Source: an optimization exercise on an open RTL-to-GDS flow (aim: small area, a short achievable clock period and few clock cycles). Production flows keep margins and buffers that such runs may drop. In this exercise RTL edits were held to simulation tests only and were not proved equivalent to the original.

===== flow/config.mk =====
export PLATFORM = sky130hd
export DESIGN_NAME = q9_quant
export DESIGN_NICKNAME = q9_quant
export VERILOG_FILES = /design/flow/design.v
export SDC_FILE = /design/flow/constraint.sdc
export NUM_CORES = 4
export LEC_CHECK = 0
export ABC_AREA = 1
export CAP_MARGIN = 20
export CORE_MARGIN = 2
export CORE_UTILIZATION = 60
export SLEW_MARGIN = 20

===== flow/constraint.sdc =====
create_clock -name core_clock -period 80.0 [get_ports {clk}]
set_input_delay 16.0000 -clock core_clock [delete_from_list [all_inputs] [get_ports {clk}]]
set_output_delay 16.0000 -clock core_clock [all_outputs]
set_load 0.01 [all_outputs]

===== flow/design.v =====
module q9_quant (
    input  wire         clk,
    input  wire         rst,
    input  wire         in_valid,
    output wire         in_ready,
    input  wire [511:0] in_x,
    output reg          out_valid,
    output reg  [7:0]   out_scale,
    output reg  [63:0]  out_codes,
    output reg          out_sat,
    output reg          out_qnf
);
    assign in_ready = 1'b1;
    wire [7:0]  scale;
    wire [63:0] codes;
    wire        sat, qnf;
    q9_quant_block u_blk (
        .x(in_x), .scale(scale), .codes(codes), .sat(sat), .qnf(qnf)
    );
    always @(posedge clk) begin
        if (rst)
            out_valid <= 1'b0;
        else
            out_valid <= in_valid;
        if (in_valid) begin
            out_scale <= scale;
            out_codes <= codes;
            out_sat   <= sat;
            out_qnf   <= qnf;
        end
    end
endmodule
module q9_quant_block (
    input  wire [511:0] x,
    output reg  [7:0]   scale,
    output reg  [63:0]  codes,
    output reg          sat,
    output reg          qnf
);
    integer i;
    wire [191:0] keys;
    wire [15:0]  nf, big;
    genvar g;
    generate
        for (g = 0; g < 16; g = g + 1) begin : g_key
            q9_elem_key u_key (
                .xm(x[32*g +: 31]), .key(keys[12*g +: 12]),
                .nf(nf[g]), .big(big[g])
            );
        end
    endgenerate
    reg [11:0] lv1 [0:7];
    reg [11:0] lv2 [0:3];
    reg [11:0] lv3 [0:1];
    reg [11:0] kmax;
    always @(*) begin
        for (i = 0; i < 8; i = i + 1)
            lv1[i] = (keys[24*i +: 12] > keys[24*i+12 +: 12]) ? keys[24*i +: 12] : keys[24*i+12 +: 12];
        for (i = 0; i < 4; i = i + 1)
            lv2[i] = (lv1[2*i] > lv1[2*i+1]) ? lv1[2*i] : lv1[2*i+1];
        for (i = 0; i < 2; i = i + 1)
            lv3[i] = (lv2[2*i] > lv2[2*i+1]) ? lv2[2*i] : lv2[2*i+1];
        kmax = (lv3[0] > lv3[1]) ? lv3[0] : lv3[1];
    end
    wire [7:0] code;
    wire [3:0] sn;       
    wire [7:0] sb;
    q9_scale_sel u_sel (.kmax(kmax), .code(code), .sn(sn), .sb(sb));
    wire [7:0] t10 = {sn, 3'd0} + {sn, 1'b0};
    wire [7:0] t12 = {sn, 3'd0} + {sn, 2'd0};
    wire [7:0] t14 = {sn, 4'd0} - {sn, 1'b0};
    wire [47:0] idx;
    generate
        for (g = 0; g < 16; g = g + 1) begin : g_el
            q9_elem_round u_rnd (
                .xm(x[32*g +: 31]), .sn(sn), .sb(sb),
                .t10(t10), .t12(t12), .t14(t14), .idx(idx[3*g +: 3])
            );
        end
    endgenerate
    always @(*) begin
        qnf = |nf;
        sat = ~qnf & (|big);
        scale = qnf ? 8'hFF : code;
        for (i = 0; i < 16; i = i + 1)
            codes[4*i +: 4] = qnf ? 4'd0 : {x[32*i+31], idx[3*i +: 3]};
    end
endmodule
module q9_elem_key (
    input  wire [30:0] xm,
    output wire [11:0] key,
    output wire        nf,
    output wire        big
);
    wire [7:0] e = xm[30:23];
    wire [4:0] v = xm[22:18];
    wire       s = |xm[17:0];
    function gt;
        input [4:0] v;
        input       s;
        input [4:0] t;
        gt = (v > t) || ((v == t) && s);
    endfunction
    wire [3:0] cls = gt(v, s, 5'd1) + gt(v, s, 5'd4) + gt(v, s, 5'd7)
                   + gt(v, s, 5'd10) + gt(v, s, 5'd13) + gt(v, s, 5'd16)
                   + gt(v, s, 5'd22) + gt(v, s, 5'd28);
    assign key = {e, (e == 8'd0) ? {3'd0, (v != 5'd0) | s} : cls};
    assign nf  = (e == 8'hFF);
    assign big = (xm >= 31'h4944_0000);
endmodule
module q9_scale_sel (
    input  wire [11:0] kmax,
    output reg  [7:0]  code,
    output reg  [3:0]  sn,
    output reg  [7:0]  sb
);
    wire [10:0] lin = {kmax[11:4], 3'd0} + {7'd0, kmax[3:0]};
    always @(*) begin
        if (lin == 11'd0)
            code = 8'h00;
        else if (lin <= 11'd925)
            code = 8'd1 + (lin > 11'd901) + (lin > 11'd909) + (lin > 11'd913)
                        + (lin > 11'd917) + (lin > 11'd919) + (lin > 11'd921)
                        + (lin > 11'd923);
        else if (lin >= 11'd1172)
            code = 8'hFE;
        else
            code = lin - 11'd917;
        if (code[7:3] != 5'd0) begin
            sn = {1'b1, code[2:0]};
            sb = {3'd0, code[7:3]} + 8'd112;
        end else if (code[2]) begin
            sn = {code[2:0], 1'b0};
            sb = 8'd112;
        end else if (code[1]) begin
            sn = {code[1:0], 2'd0};
            sb = 8'd111;
        end else begin
            sn = 4'd8;
            sb = 8'd110;
        end
    end
endmodule
module q9_elem_round (
    input  wire [30:0] xm,
    input  wire [3:0]  sn,
    input  wire [7:0]  sb,
    input  wire [7:0]  t10,
    input  wire [7:0]  t12,
    input  wire [7:0]  t14,
    output reg  [2:0]  idx
);
    wire [7:0]  e = xm[30:23];
    wire [22:0] f = xm[22:0];
    wire [3:0] x4 = {1'b1, f[22:20]};
    wire       ge = (x4 >= sn);
    wire       eq1 = (x4 == sn) && (f[19:0] == 20'd0);
    wire [7:0] zi = ge ? {2'b01, f[22:17]} : {1'b1, f[22:16]};
    wire       zs = (|f[15:0]) | (ge & f[16]);
    wire gt125 = (zi > t10) || ((zi == t10) && zs);
    wire ge15  = (zi >= t12);
    wire ge175 = (zi >= t14);
    wire signed [9:0] k = $signed({2'b00, e}) - $signed({2'b00, sb})
                        - $signed({9'd0, ~ge});
    always @(*) begin
        if (k >= 10'sd3)
            idx = 3'd7;
        else if (k == 10'sd2)
            idx = 3'd6 + gt125;
        else if (k == 10'sd1)
            idx = 3'd4 + gt125 + ge175;
        else if (k == 10'sd0)
            idx = 3'd2 + gt125 + ge175;
        else if (k == -10'sd1)
            idx = 3'd1 + ge15;
        else if (k == -10'sd2)
            idx = {2'b00, ~eq1};
        else
            idx = 3'd0;
    end
endmodule

===== flow/run.sh =====
#!/bin/bash
# synth_recipe.tcl (not shown) runs the flow's synth.tcl, then flattens the netlist and writes it again
# the make line also repeats each setting of config.mk as NAME=value (left out here)
make -C /OpenROAD-flow-scripts/flow DESIGN_CONFIG=/design/flow/config.mk WORK_HOME=/design/flow/orfs CLKGATE_MAP_FILE= SYNTH_SCRIPT=/design/flow/synth_recipe.tcl finish

==> results.cfg, run 1 <==
[clock_network]
cts_root_buf = clkbuf_16
h-tree-depth = 3
cts_tree = built
cts_hold_buf = 0
cts_setup_buffers = 0
cts_inserted_buffers = 9
post_cts_resized = 0
clkSinkCount = 75
cts_buffer_depth = 2
clkTransAtPathRegs_ns = 0.09

[synthesis]
synth_edf_count = 74
yosysWarnings = 8
synth_top_area_share = 0.2720
synth-seq-area-share = 0.06346
ys_seq_elements = 75
avgSynthCellArea_um2 = 6.595
synth_top_area_cell = ha_1
netlist_instances = 5357
syn_nets = 6724
synth_flop_cell = edfxtp_1
synth_async_sr_flop_share = 0
synth_cell_types = 69
synthTopCellsByArea = ha_1 (27%), nand2_1 (9.3%), inv_1 (8.7%)
syn_area_mm2 = 0.03533

[cells_and_area]
seqCellArea_mm2 = 0.002242
finalNetCount = 7307
fillCellCount = 4970
final_core_util = 0.7349
area_delta_synth_final_pct = 20.47
final_common_cell = nand2_1
layout-drive-gt1-share = 0.02927
multi_input_area_mm2 = 0.02979
layout_common_cells = nand2_1 (876), inv_1 (820), ha_1 (766)

[sta]
fin_setup_tns_ns = 0
setup_viol = 0
fmax_mhz = 27.41
hold_viol = 0
relSlewSlack = 0.1624
holdWs_ns = 16.11
tightest_slew_ns = 1.253
fin_crit_sh = 0.4561
fin_crit_ns = 36.49
grt_setup_unrepaired = false
slew_violations = 0

[detailed_routing]
postRouteAntennaNets = 0
drt_iter0_markers = 3217
drcViolationCount = 0
wl_um = 122300
wl_per_cell_um = 18.21
num_vias = 40360
dr.pass1.iters = 8
vias_per_cell = 6.011

[worst_setup_path]
cp_slowest_stage_delay_ns = 0.68
cp-start-kind = primary input
path_class = in -> reg
critPathSlowestCell = buf_4
critPathMostFrequentCell = inv_1
crit_path_max_fanout = 36
required_ns = 80.17
arrival_ns = 36.66
worstSetupEndpointType = flip-flop

[job]
cap_violations = 0

[die]
die_w_um = 246.7
fp.dieH_um = 246.7
io_pins = 591
core-area_mm2 = 0.05792
start_util = 0.6100
rows = 88
die_area_mm2 = 0.06084

[global_routing]
grt_pass1_vias = 37460
grt_util_all_layers = 0.3886
antenna_found_initial = 8
overflow = 0
grt_max_degree = 47
grt_pass1_wl_um = 188800

[placement]
portBuffers = 589
gp_congestion = 1.056
place_hpwl_um = 98470

[status]
outcome = finished clean

[worst_hold_path]
hold-path-cell-count = 1
hp-class = in -> reg
metrics by stage:
| stage | cell area (µm²) | setup slack (ns) | cells |
|---|---|---|---|
| after global routing | 42550 | 41.61 | 6712 |
| after floorplan | 35330 | 45.95 | 5357 |
| final | 42560 | 43.51 | 6715 |
| after CTS | 42550 | 43.82 | 6710 |
| after global placement | 42250 | 43.94 | 6694 |
| after detailed placement | 42250 | 43.48 | 6694 |
cells in the mapped netlist (42+ instances only):
cell type and count:
o21bai_1 96, o21ai_0 459, nor2_1 505, a31oi_1 42
inv_1 823, edfxtp_1 74, nand4_1 145, o31ai_1 43
nand2_1 876, nor4_1 96, ha_1 768, nand3_1 237
fa_1 84, xor2_1 178, clkbuf_1 43, nor3_1 110
a21oi_1 401
path summary, 6_finish.rpt:
path	startpoint	end	slack, ns
max	in_x[133]	out_codes[52]	43.51
min	in_valid	out_codes[38]	16.11
sequential cells by signal (all words and copies together), names as in the netlist:
signal and cells:
out_valid 1, out_codes 64, out_scale 8, out_sat 1, out_qnf 1
cells by family after synthesis:
logic type / synth area share
adders and majority gates: 0.3196
buffers and inverters: 0.09463
AOI/OAI and AO/OA: 0.1969
and+or+nand+nor: 0.2709
other: 0.0001061
muxes: 0.002833
xor gates and xnor gates: 0.05156
DFF: 0.06346
cell type report:
class | instances | area share
antenna | 5 | 0.0002940
clock buffer | 9 | 0.005291
clock inverter | 7 | 0.001764
inverter | 834 | 0.07355
multi-input combinational | 4399 | 0.6998
sequential | 75 | 0.05268
tap | 765 | 0.02249
timing repair buffer | 621 | 0.1441
worst max-delay path: cells and delay by family:
kind,cells,cell delay [ns]
XOR/XNOR,2,0.31
AND/OR/NAND/NOR,45,8.46
buffers and inverters,18,2.60
adder cells (fa/ha/maj),19,6.37
AO/OA/AOI/OAI,16,2.89
per-layer routing:
metal,vias to the layer above,wire [µm],global-route usage,share of wire
met1,18250,47520,0.4847,0.39
met5,-,79,0,0.00065
met3,428,12580,0.06154,0.10
met4,12,7206,0.2158,0.059
li1,19750,-,-,-
met2,1917,54900,0.6385,0.45
Testbench counts, summed over its fixed seeds: cycles 16,008.
==> run 2, diff against run 1 <==
--- a/flow/config.mk
+++ b/flow/config.mk
@@ -6,5 +6,4 @@
 export NUM_CORES = 4
 export LEC_CHECK = 0
-export ABC_AREA = 1
 export CAP_MARGIN = 20
 export CORE_MARGIN = 2
==> results.cfg, run 2 <==
[sta]
fmax_mhz = 24.78
finalWorstSetupSlack_ns = 39.64
holdWs_ns = 16.14
relSlewSlack = 0.1908
fin_crit_sh = 0.5045
slew_violations = 0
hold_viol = 0
fin_setup_tns_ns = 0
tightest_slew_ns = 1.206
fin_crit_ns = 40.36
setup_viol = 0
grt_setup_unrepaired = false

[cells_and_area]
fillCellCount = 4841
layout-drive-gt1-share = 0.03999
largest_register = out_codes
layout_common_cells = ha_1 (765), clkdlybuf4s50_1 (588), a21oi_1 (394)
finish.instance_area_mm2 = 0.04182
area_delta_synth_final_pct = 20.24
biggestRegsByFlops = out_codes: 64 flops, out_scale: 8 flops
finalNetCount = 6463
final_common_cell = ha_1
largest_reg_flops = 64

[clock_network]
clkTransAtPathRegs_ns = 0.09
cts_setup_buffers = 0
clkSinkCount = 75
h-tree-depth = 3
cts_root_buf = clkbuf_16
cts_hold_buf = 0
cts_buffer_depth = 2
post_cts_resized = 0
cts_inserted_buffers = 9
cts_tree = built

[worst_setup_path]
critPathMostFrequentCell = ha_1
cp-start-kind = primary input
cp_slowest_stage_delay_ns = 0.78
required_ns = 80.17
worstSetupEndpointType = flip-flop
path_class = in -> reg
crit_path_max_fanout = 25
arrival_ns = 40.52
critPathSlowestCell = a21oi_1
cpLargestDelayFamily = compound AO/OA/AOI/OAI gates
cp.buffers_inverters = 9

[global_routing]
antenna_found_initial = 4
grt_pass1_wl_um = 187700
grt_util_all_layers = 0.3938
grt_pass1_vias = 34960
overflow = 0
grt_max_degree = 41

[job]
cap_violations = 0

[detailed_routing]
num_vias = 37310
postRouteAntennaNets = 0
vias_per_cell = 6.359
drt_iter0_markers = 2909
drcViolationCount = 0
wl_um = 121400
wl_per_cell_um = 20.70
dr.pass1.iters = 6

[synthesis]
synth_async_sr_flop_share = 0
synth_flop_cell = edfxtp_1
synth_top_area_share = 0.2763
avgSynthCellArea_um2 = 7.613
synth.most_common_cell = ha_1
syn_area_mm2 = 0.03478
synth_edf_count = 74
ys_seq_elements = 75
synth-seq-area-share = 0.06447
netlist_instances = 4568
syn_nets = 5935
synth_cell_types = 105
yosysWarnings = 8
synth_top_area_cell = ha_1
synthTopCellsByCount = ha_1 (768), a21oi_1 (398), inv_1 (363), nand2_1 (340), nor2_1 (320)
synthTopCellsByArea = ha_1 (28%), edfxtp_1 (6.4%), a21oi_1 (5.7%)

[die]
die_w_um = 244.8
rows = 88
io_pins = 591
die_area_mm2 = 0.05991
fp.dieH_um = 244.8
start_util = 0.6051
core-area_mm2 = 0.05748

[placement]
dpl_cell_area_mm2 = 0.04150
place_hpwl_um = 96010
gp_congestion = 0.9993
portBuffers = 589
post-place-ws_ns = 39.71

[worst_hold_path]
hp-class = in -> reg

[status]
outcome = finished clean
-- run 2: cell families after synthesis --
group / count (synthesis) / share of synthesized area
adders and majority gates: 855 / 0.3256
and+or+nand+nor: 1615 / 0.2428
other: 1 / 0.0001078
AOI/OAI and AO/OA: 1233 / 0.2260
muxes: 153 / 0.04727
buffers and inverters: 466 / 0.05094
xor gates and xnor gates: 170 / 0.04281
DFF: 75 / 0.06447
-- run 2: area by class of cell --
type / count / area, µm² / share of cell area
Clock buffer: 9 / 225.2 / 0.005386
Timing Repair Buffer: 619 / 6118 / 0.1463
Tap cell: 765 / 957.2 / 0.02289
Inverter: 364 / 1368 / 0.03270
Sequential cell: 75 / 2242 / 0.05362
Antenna cell: 1 / 2.502 / 0.00005984
Multi-Input combinational cell: 4027 / 30830 / 0.7372
Clock inverter: 7 / 76.32 / 0.001825
-- run 2: final timing paths --
| check | start | to | depth (start not counted) |
|---|---|---|---|
| worst max-delay path | in_x[393] | out_codes[48] | 97 |
| worst min-delay path | rst | out_valid | 2 |
-- run 2: stage by stage --
| stage | util | cells |
|---|---|---|
| floorplan | - | 4568 |
| global placement | 0.7221 | 5850 |
| detailed placement | 0.7221 | 5850 |
| CTS | 0.7273 | 5866 |
| global route | 0.7276 | 5866 |
| finish | 0.7276 | 5867 |
-- run 2: routing by layer --
metal	wire length (µm)	vias up	track usage	part of all wire
met4	7258	8	0.2096	0.060
met3	10900	387	0.07315	0.090
li1	-	18000	-	-
met1	49280	17290	0.4980	0.41
met2	53960	1627	0.6353	0.44
met5	55	-	0	0.00045

## static timing again, ports no longer ideal
The results above use ideal ports. As a check the final layouts listed here were re-extracted and re-timed, cells and wires unchanged. Step 1, drivers: a clkbuf_16 drives clk and a buf_2 each remaining input, both assumed. Step 2 adds t to the input delays and takes it off the output delays; t is the mean of the earliest and latest rising clock arrival at the registers after step 1. Input paths then give back, and output paths get back, about the clock's delay inside the block. Slacks: ideal ports / drivers / drivers and shift; pairs: ideal ports / drivers.
run | t, ns | slack for setup (ns) | latest minus earliest clock arrival (ns)
run 1 | 0.450 | 43.511 / 43.543 / 43.093 | 0.023 / 0.023
run 2 | 0.463 | 39.641 / 39.680 / 39.217 | 0.023 / 0.024
After both steps every run listed still meets setup and hold. For run 2, which loses most, drivers alone change the setup slack by +0.039 ns; drivers and shift together by -0.424 ns.
